From an optimization exercise on the open Yosys and OpenROAD flow, aimed at small area; shortcuts taken in it are not production practice.
Only simulation tests tie the RTL to the original design; equivalence was not proved.

==> design/flow/design.v <==
module notch_biquad (
    input  wire signed [15:0] x,
    input  wire               steady,
    input  wire signed [15:0] x1_in,
    input  wire signed [15:0] x2_in,
    input  wire signed [39:0] y1_in,
    input  wire signed [39:0] y2_in,
    input  wire signed [15:0] b0,
    input  wire signed [15:0] b1,
    input  wire signed [15:0] b2,
    input  wire signed [15:0] a1,
    input  wire signed [15:0] a2,
    output wire signed [15:0] x1_used,
    output wire signed [39:0] y1_used,
    output wire signed [39:0] acc,
    output wire signed [15:0] y,
    output wire               sat
);
    wire signed [39:0] x_a40 = {{9{x[15]}}, x, 15'd0};
    wire signed [15:0] x1 = steady ? x : x1_in;
    wire signed [15:0] x2 = steady ? x : x2_in;
    wire signed [39:0] y1 = steady ? x_a40 : y1_in;
    wire signed [39:0] y2 = steady ? x_a40 : y2_in;
    assign x1_used = x1;
    assign y1_used = y1;
    wire signed [31:0] p0 = b0 * x;
    wire signed [31:0] p1 = b1 * x1;
    wire signed [31:0] p2 = b2 * x2;
    wire signed [55:0] p3 = a1 * y1;
    wire signed [55:0] p4 = a2 * y2;
    wire signed [43:0] t0 = {{11{p0[31]}}, p0, 1'b0};
    wire signed [43:0] t1 = {{11{p1[31]}}, p1, 1'b0};
    wire signed [43:0] t2 = {{11{p2[31]}}, p2, 1'b0};
    wire signed [43:0] t3 = -{{2{p3[55]}}, p3[55:14]};
    wire signed [43:0] t4 = -{{2{p4[55]}}, p4[55:14]};
    wire signed [39:0] s0, s1, s2, s3, s4;
    wire               f0, f1, f2, f3, f4;
    sat40_add u_add0 (.a(40'sd0), .t(t0), .s(s0), .sat(f0));
    sat40_add u_add1 (.a(s0),     .t(t1), .s(s1), .sat(f1));
    sat40_add u_add2 (.a(s1),     .t(t2), .s(s2), .sat(f2));
    sat40_add u_add3 (.a(s2),     .t(t3), .s(s3), .sat(f3));
    sat40_add u_add4 (.a(s3),     .t(t4), .s(s4), .sat(f4));
    assign acc = s4;
    wire signed [40:0] rnd = {acc[39], acc} + 41'sd16384;
    wire signed [25:0] q   = rnd[40:15];
    wire               q_hi = (q > 26'sd32767);
    wire               q_lo = (q < -26'sd32768);
    assign y   = q_hi ? 16'sh7fff : q_lo ? 16'sh8000 : q[15:0];
    assign sat = f0 | f1 | f2 | f3 | f4 | q_hi | q_lo;
endmodule
module sat40_add (
    input  wire signed [39:0] a,
    input  wire signed [43:0] t,
    output wire signed [39:0] s,
    output wire               sat
);
    wire signed [44:0] sum = {{5{a[39]}}, a} + {t[43], t};
    wire hi = (sum > 45'sh007fffffffff);
    wire lo = (sum < -45'sh008000000000);
    assign s   = hi ? 40'sh7fffffffff : lo ? 40'sh8000000000 : sum[39:0];
    assign sat = hi | lo;
endmodule
module notch_pair (
    input  wire        clk,
    input  wire        rst,
    input  wire        cfg_we,
    input  wire        cfg_sel,
    input  wire        cfg_en,
    input  wire [15:0] cfg_b0,
    input  wire [15:0] cfg_b1,
    input  wire [15:0] cfg_b2,
    input  wire [15:0] cfg_a1,
    input  wire [15:0] cfg_a2,
    input  wire        in_valid,
    output wire        in_ready,
    input  wire [15:0] in_x,
    input  wire        in_bad,
    output reg         out_valid,
    output reg  [15:0] out_y,
    output reg         out_sat,
    output reg         out_bad
);
    reg        en     [0:1];
    reg [15:0] b0     [0:1];
    reg [15:0] b1     [0:1];
    reg [15:0] b2     [0:1];
    reg [15:0] a1     [0:1];
    reg [15:0] a2     [0:1];
    reg        steady [0:1];
    reg [15:0] x1     [0:1];
    reg [15:0] x2     [0:1];
    reg [39:0] y1     [0:1];
    reg [39:0] y2     [0:1];
    assign in_ready = 1'b1;
    wire        accept = in_valid && in_ready;
    wire [15:0] n0_x1, n0_y;
    wire [39:0] n0_y1, n0_acc;
    wire        n0_sat;
    notch_biquad u_n0 (
        .x(in_x), .steady(steady[0]),
        .x1_in(x1[0]), .x2_in(x2[0]), .y1_in(y1[0]), .y2_in(y2[0]),
        .b0(b0[0]), .b1(b1[0]), .b2(b2[0]), .a1(a1[0]), .a2(a2[0]),
        .x1_used(n0_x1), .y1_used(n0_y1), .acc(n0_acc), .y(n0_y), .sat(n0_sat)
    );
    wire [15:0] pv0  = en[0] ? n0_y : in_x;
    wire        sat0 = en[0] & n0_sat;
    wire [15:0] n1_x1, n1_y;
    wire [39:0] n1_y1, n1_acc;
    wire        n1_sat;
    notch_biquad u_n1 (
        .x(pv0), .steady(steady[1]),
        .x1_in(x1[1]), .x2_in(x2[1]), .y1_in(y1[1]), .y2_in(y2[1]),
        .b0(b0[1]), .b1(b1[1]), .b2(b2[1]), .a1(a1[1]), .a2(a2[1]),
        .x1_used(n1_x1), .y1_used(n1_y1), .acc(n1_acc), .y(n1_y), .sat(n1_sat)
    );
    wire [15:0] pv1  = en[1] ? n1_y : pv0;
    wire        sat1 = en[1] & n1_sat;
    wire cfg_change = (cfg_en && !en[cfg_sel]) ||
                      cfg_b0 != b0[cfg_sel] || cfg_b1 != b1[cfg_sel] ||
                      cfg_b2 != b2[cfg_sel] || cfg_a1 != a1[cfg_sel] ||
                      cfg_a2 != a2[cfg_sel];
    integer n;
    always @(posedge clk) begin
        if (rst) begin
            for (n = 0; n < 2; n = n + 1) begin
                en[n]     <= 1'b0;
                b0[n]     <= 16'd0;
                b1[n]     <= 16'd0;
                b2[n]     <= 16'd0;
                a1[n]     <= 16'd0;
                a2[n]     <= 16'd0;
                steady[n] <= 1'b1;
                x1[n]     <= 16'd0;
                x2[n]     <= 16'd0;
                y1[n]     <= 40'd0;
                y2[n]     <= 40'd0;
            end
            out_valid <= 1'b0;
            out_y     <= 16'd0;
            out_sat   <= 1'b0;
            out_bad   <= 1'b0;
        end else begin
            out_valid <= accept;
            if (accept) begin
                if (in_bad) begin
                    steady[0] <= 1'b1;
                    steady[1] <= 1'b1;
                    out_y     <= 16'd0;
                    out_sat   <= 1'b0;
                    out_bad   <= 1'b1;
                end else begin
                    if (en[0]) begin
                        x1[0]     <= in_x;
                        x2[0]     <= n0_x1;
                        y1[0]     <= n0_acc;
                        y2[0]     <= n0_y1;
                        steady[0] <= 1'b0;
                    end
                    if (en[1]) begin
                        x1[1]     <= pv0;
                        x2[1]     <= n1_x1;
                        y1[1]     <= n1_acc;
                        y2[1]     <= n1_y1;
                        steady[1] <= 1'b0;
                    end
                    out_y   <= pv1;
                    out_sat <= sat0 | sat1;
                    out_bad <= 1'b0;
                end
            end
            if (cfg_we) begin
                if (cfg_change)
                    steady[cfg_sel] <= 1'b1;
                en[cfg_sel] <= cfg_en;
                b0[cfg_sel] <= cfg_b0;
                b1[cfg_sel] <= cfg_b1;
                b2[cfg_sel] <= cfg_b2;
                a1[cfg_sel] <= cfg_a1;
                a2[cfg_sel] <= cfg_a2;
            end
        end
    end
endmodule
==> design/flow/run.sh <==
#!/bin/bash
# synth_recipe.tcl (not shown) runs the flow's synth.tcl, then flattens the netlist and writes it again
# the make line also repeats each setting of config.mk as NAME=value (left out here)
make -C /OpenROAD-flow-scripts/flow DESIGN_CONFIG=/design/flow/config.mk WORK_HOME=/design/flow/orfs CLKGATE_MAP_FILE= SYNTH_SCRIPT=/design/flow/synth_recipe.tcl finish
==> design/flow/config.mk <==
export PLATFORM = sky130hd
export DESIGN_NAME = notch_pair
export DESIGN_NICKNAME = notch_pair
export VERILOG_FILES = /design/flow/design.v
export SDC_FILE = /design/flow/constraint.sdc
export NUM_CORES = 4
export LEC_CHECK = 0
export CAP_MARGIN = 20
export CORE_MARGIN = 2
export CORE_UTILIZATION = 40
export SLEW_MARGIN = 20
==> design/flow/constraint.sdc <==
create_clock -name core_clock -period 75.0 [get_ports {clk}]
set_input_delay 15.0000 -clock core_clock [delete_from_list [all_inputs] [get_ports {clk}]]
set_output_delay 15.0000 -clock core_clock [all_outputs]
set_load 0.01 [all_outputs]
==> notes.md <==
# TYPE chip_impl_metric gauge
chip_impl_info{name="run_status",value="finished clean"} 1
chip_impl_info{name="timing.rr.start",value="steady[0]"} 1
chip_impl_metric{name="detailroute.via_count",unit=""} 144000
chip_impl_info{name="setup.worst_path.end_class",value="register"} 1
chip_impl_metric{name="final_gp_congestion",unit=""} 0.980
chip_impl_metric{name="synth.yosys.seq_area_share",unit="%"} 5.30
chip_impl_metric{name="synth_xor_xnor_area_share",unit="%"} 4.04
chip_impl_metric{name="wl_per_cell",unit="um"} 21.7
chip_impl_metric{name="synth_cell_type_count",unit=""} 110
chip_impl_metric{name="first_global_vias",unit=""} 150000
chip_impl_metric{name="setup_total_negative_slack",unit="ps"} 0
chip_impl_metric{name="syn_nets",unit=""} 26700
chip_impl_metric{name="gr-total-overflow",unit=""} 0
chip_impl_metric{name="clock_sinks",unit=""} 407
chip_impl_metric{name="cts.repair.resized",unit=""} 0
chip_impl_metric{name="die_x",unit="um"} 683
chip_impl_metric{name="fp.dieArea",unit="um^2"} 466000
chip_impl_metric{name="finalSetupViolations",unit=""} 0
chip_impl_metric{name="signed_area_change_from_the_synthesized_netlist_to_the_final_layout",unit="%"} 5.57
chip_impl_info{name="worstReg2RegEnd",value="out_y[2]"} 1
chip_impl_info{name="hp-class",value="reg2reg"} 1
chip_impl_metric{name="post-place-cells",unit=""} 27000
chip_impl_info{name="largest_family_of_logic_cells_by_synthesized_area",value="adder cells"} 1
chip_impl_metric{name="ys_seq_elements",unit=""} 407
chip_impl_metric{name="finalHoldViolCount",unit=""} 0
chip_impl_metric{name="port-buffer-count",unit=""} 121
chip_impl_metric{name="initial_utilization",unit="%"} 40.1
chip_impl_metric{name="share_of_the_cycle_needed_by_the_critical_path_after_routing",unit="%"} 91.0
chip_impl_info{name="uppermost_metal_layer_occupied_by_signal_nets",value="met5"} 1
chip_impl_metric{name="synth_fa_ha_area_share",unit="%"} 52.2
chip_impl_metric{name="drv.max_cap_violation_count",unit=""} 0
chip_impl_metric{name="routed_wirelength",unit="um"} 589000
chip_impl_metric{name="worstRegToRegCells",unit=""} 191
chip_impl_metric{name="synth.top_cell.area_share",unit="%"} 43.1
chip_impl_info{name="crit_path_end",value="out_y[2]"} 1
chip_impl_metric{name="syn-mean-instance-area",unit="um^2"} 8.64
chip_impl_metric{name="m1WireLength",unit="um"} 251000
chip_impl_metric{name="first_iteration_detailed_routing_drc_count",unit=""} 10800
chip_impl_metric{name="post_cts_buffers",unit=""} 0
chip_impl_metric{name="layout-drive-gt1-share",unit="%"} 3.94
chip_impl_metric{name="pin_count_of_the_biggest_net_entering_global_routing",unit=""} 83
chip_impl_info{name="worstSetupStartpointType",value="primary input"} 1
chip_impl_metric{name="die-height",unit="um"} 683
chip_impl_metric{name="routed_via_density",unit=""} 5.30
chip_impl_metric{name="grt_usage",unit="%"} 25.7
chip_impl_metric{name="max_clock_freq",unit="MHz"} 14.7
chip_impl_metric{name="drtAntennaViolNets",unit=""} 0
chip_impl_metric{name="dr_wl_met2",unit="um"} 261000
chip_impl_metric{name="synth_warnings",unit=""} 9
chip_impl_metric{name="remaining_drc_errors",unit=""} 0
chip_impl_metric{name="synth_enable_flop_cells",unit=""} 162
chip_impl_metric{name="critical_path_data_arrival_time",unit="ps"} 68840
chip_impl_info{name="cpMaxStageDelayCell",value="a2111oi_0"} 1
chip_impl_metric{name="period_needed",unit="ps"} 68240
chip_impl_info{name="synth_top_cells_by_area",value="fa_1 (43%), ha_1 (9.0%), inv_1 (8.8%)"} 1
chip_impl_metric{name="yosys.area_share.simple",unit="%"} 17.6
chip_impl_info{name="synth_area_leader_cell",value="fa_1"} 1
chip_impl_info{name="clock_tree.root_cell",value="clkbuf_16"} 1
chip_impl_metric{name="cts-root-to-sink-buffers",unit=""} 3
chip_impl_metric{name="met3_wirelength",unit="um"} 44900
chip_impl_metric{name="slowest_delay",unit="ps"} 810
chip_impl_info{name="ys_top_cells_by_count",value="inv_1 (4,329), fa_1 (3,969), nand2_1 (3,018)"} 1
chip_impl_metric{name="synth-compound-area-share",unit="%"} 8.96
chip_impl_metric{name="antenna_found_initial",unit=""} 57
chip_impl_metric{name="cts_htree_levels",unit=""} 2
chip_impl_info{name="path_class",value="in2reg"} 1
chip_impl_info{name="critPathTopFamily",value="compound AO/OA/AOI/OAI gates"} 1
chip_impl_metric{name="synthArstFlopShare",unit="%"} 0
chip_impl_info{name="tritoncts_clock_tree",value="yes"} 1
chip_impl_metric{name="post_cts_hold_buffer_count",unit=""} 0
chip_impl_metric{name="r2r_setup_slack",unit="ps"} 20650
chip_impl_metric{name="crit_cells",unit=""} 197
chip_impl_metric{name="first_pass_grt_wire_length",unit="um"} 915000
chip_impl_metric{name="detailed_place_hpwl",unit="um"} 473000
chip_impl_metric{name="report.final.slew_viol_count",unit=""} 0
chip_impl_metric{name="syn-cell-area",unit="um^2"} 184000
chip_impl_metric{name="placeableCoreArea",unit="um^2"} 459000
chip_impl_metric{name="synth_cells",unit=""} 21300
chip_impl_metric{name="worst_slew_margin_rel",unit="%"} 18.4
chip_impl_metric{name="num_io_pins",unit=""} 123
chip_impl_metric{name="timing.critical_path.buf_inv",unit=""} 21
chip_impl_metric{name="whs_path_depth",unit=""} 2
chip_impl_metric{name="final_nets",unit=""} 26300
chip_impl_metric{name="final_core_util",unit="%"} 42.3
chip_impl_info{name="synth_most_common_cell",value="inv_1"} 1
chip_impl_info{name="most_used_flip_flop_cell_after_synthesis",value="dfxtp_1"} 1
chip_impl_metric{name="worst_setup_hold_path_clk_slew",unit="ps"} 60
chip_impl_info{name="rsz0062_at_grt",value="false"} 1
chip_impl_metric{name="worst_ep_required_time",unit="ps"} 75600
chip_impl_metric{name="detail_route.first_pass.iterations",unit=""} 6
chip_impl_metric{name="timing.clock.skew",unit="ps"} 78.7
chip_impl_metric{name="cts_inserted_buffers",unit=""} 55
chip_impl_metric{name="synth_mux_area_share",unit="%"} 0.965
chip_impl_info{name="critical_path.startpoint",value="in_x[4]"} 1
chip_impl_metric{name="worst_slew_pin_slew",unit="ps"} 1200
chip_impl_metric{name="clk_latency",unit="ps"} 780
chip_impl_metric{name="final_cell_count_no_fill",unit=""} 27100
chip_impl_metric{name="std_cell_rows",unit=""} 249
chip_impl_metric{name="path_max_fanout",unit=""} 39
-- worst reg2reg max path: cells and delay by family (launching register included) --
| kind | cells | cell delay (ps) |
|---|---|---|
| adder cells (fa/ha/maj) | 29 | 11610 |
| buffers and inverters | 19 | 3940 |
| flip-flops | 1 | 820 |
| AO/OA/AOI/OAI | 99 | 27300 |
| AND/OR/NAND/NOR | 39 | 9330 |
| XOR/XNOR | 4 | 570 |
| multiplexers | 1 | 540 |
-- per-stage QoR --
stage               hold WS, ps  cell area (um^2)  worst slack, ps
finish                      448            194000             6760
global route                466            194000             2620
CTS                         450            194000             7080
detailed placement          442            192000             6580
global placement            437            192000             7340
floorplan                   427            184000            15170
-- cell families after synthesis --
kind of cell               after synthesis
AOI/OAI and AO/OA                     2569
muxes                                  171
adders and majority gates             5303
DFF                                    407
xor gates and xnor gates               847
and+or+nand+nor                       6693
other                                    1
buffers and inverters                 5317
-- how the worst min path moves through the flow --
stage | end | startpoint
finish | y1[1][1] | y1[1][1]
floorplan | y1[1][0] | y1[1][0]
CTS | y1[1][1] | y1[1][1]
global placement | y2[1][13] | y2[1][13]
global route | y2[1][4] | y2[1][4]
detailed placement | y2[0][14] | y2[0][14]
-- flip-flops by register name (all words and copies together) (netlist names) --
name       cells
y1            80
y2            80
a1            32
a2            32
b0            32
b1            32
b2            32
x1            32
x2            32
out_y         16
en             2
steady         2
out_bad        1
out_sat        1
out_valid      1
-- per-layer routing --
metal	up-vias	GRT usage, %
met5	-	0
met2	4755	40.0
li1	64300	-
met1	73600	35.2
met4	16	11.3
met3	855	4.39
-- final cells by class --
cell class	instances	area (um^2)
clock inverters	38	364
inverters	4329	16200
multi-input cells	15600	155000
diodes	41	103
fillers	46000	265000
clock buffers	66	1450
repair buffers	496	4050
flip-flops and latches	407	9780
well taps	6149	7690
-- cells in the final DEF, fill, tap and decap left out, types with 51 or more instances in the layout --
cell,instances
a211oi_1,137
a21oi_1,684
o21ai_0,536
ha_1,1329
nand3_1,178
xor2_1,298
mux2i_1,119
and3_1,51
nor3_1,205
fa_1,3969
dfxtp_1,243
a31oi_1,88
nand4_1,84
clkbuf_16,55
inv_1,4329
and2_1,1422
nor2_1,682
a21o_1,260
clkdlybuf4s50_1,119
nand2b_1,194
o21ai_1,76
nor2b_1,409
o211ai_1,60
o21bai_1,70
edfxtp_1,162
buf_4,374
o21a_1,139
or3_1,64
xnor2_1,545
nand2_1,3016
or2_2,157

re-timing with driven ports:
How much do the figures lean on ideal ports? The routed layout below was timed once more, with nothing changed but the port constraints. Step 1 assumes that a clkbuf_16 drives the clock port and a buf_2 every other input. Step 2, shift: input delay + t, output delay - t, t = (earliest + latest rising clock arrival at the registers) / 2. This alone moves slack from input paths to output paths. a / b / c = ideal / step 1 / step 2; a / b = the first two.
shift t [ns]: 0.818
slack for setup (ns): 6.760 / 6.803 / 5.986
worst setup path at the end: input to register
cell pins on the clock port's net: 1
After both steps this run still meets setup and hold. The setup slack of this run moves by +0.043 ns with the drivers and by -0.774 ns with both steps.
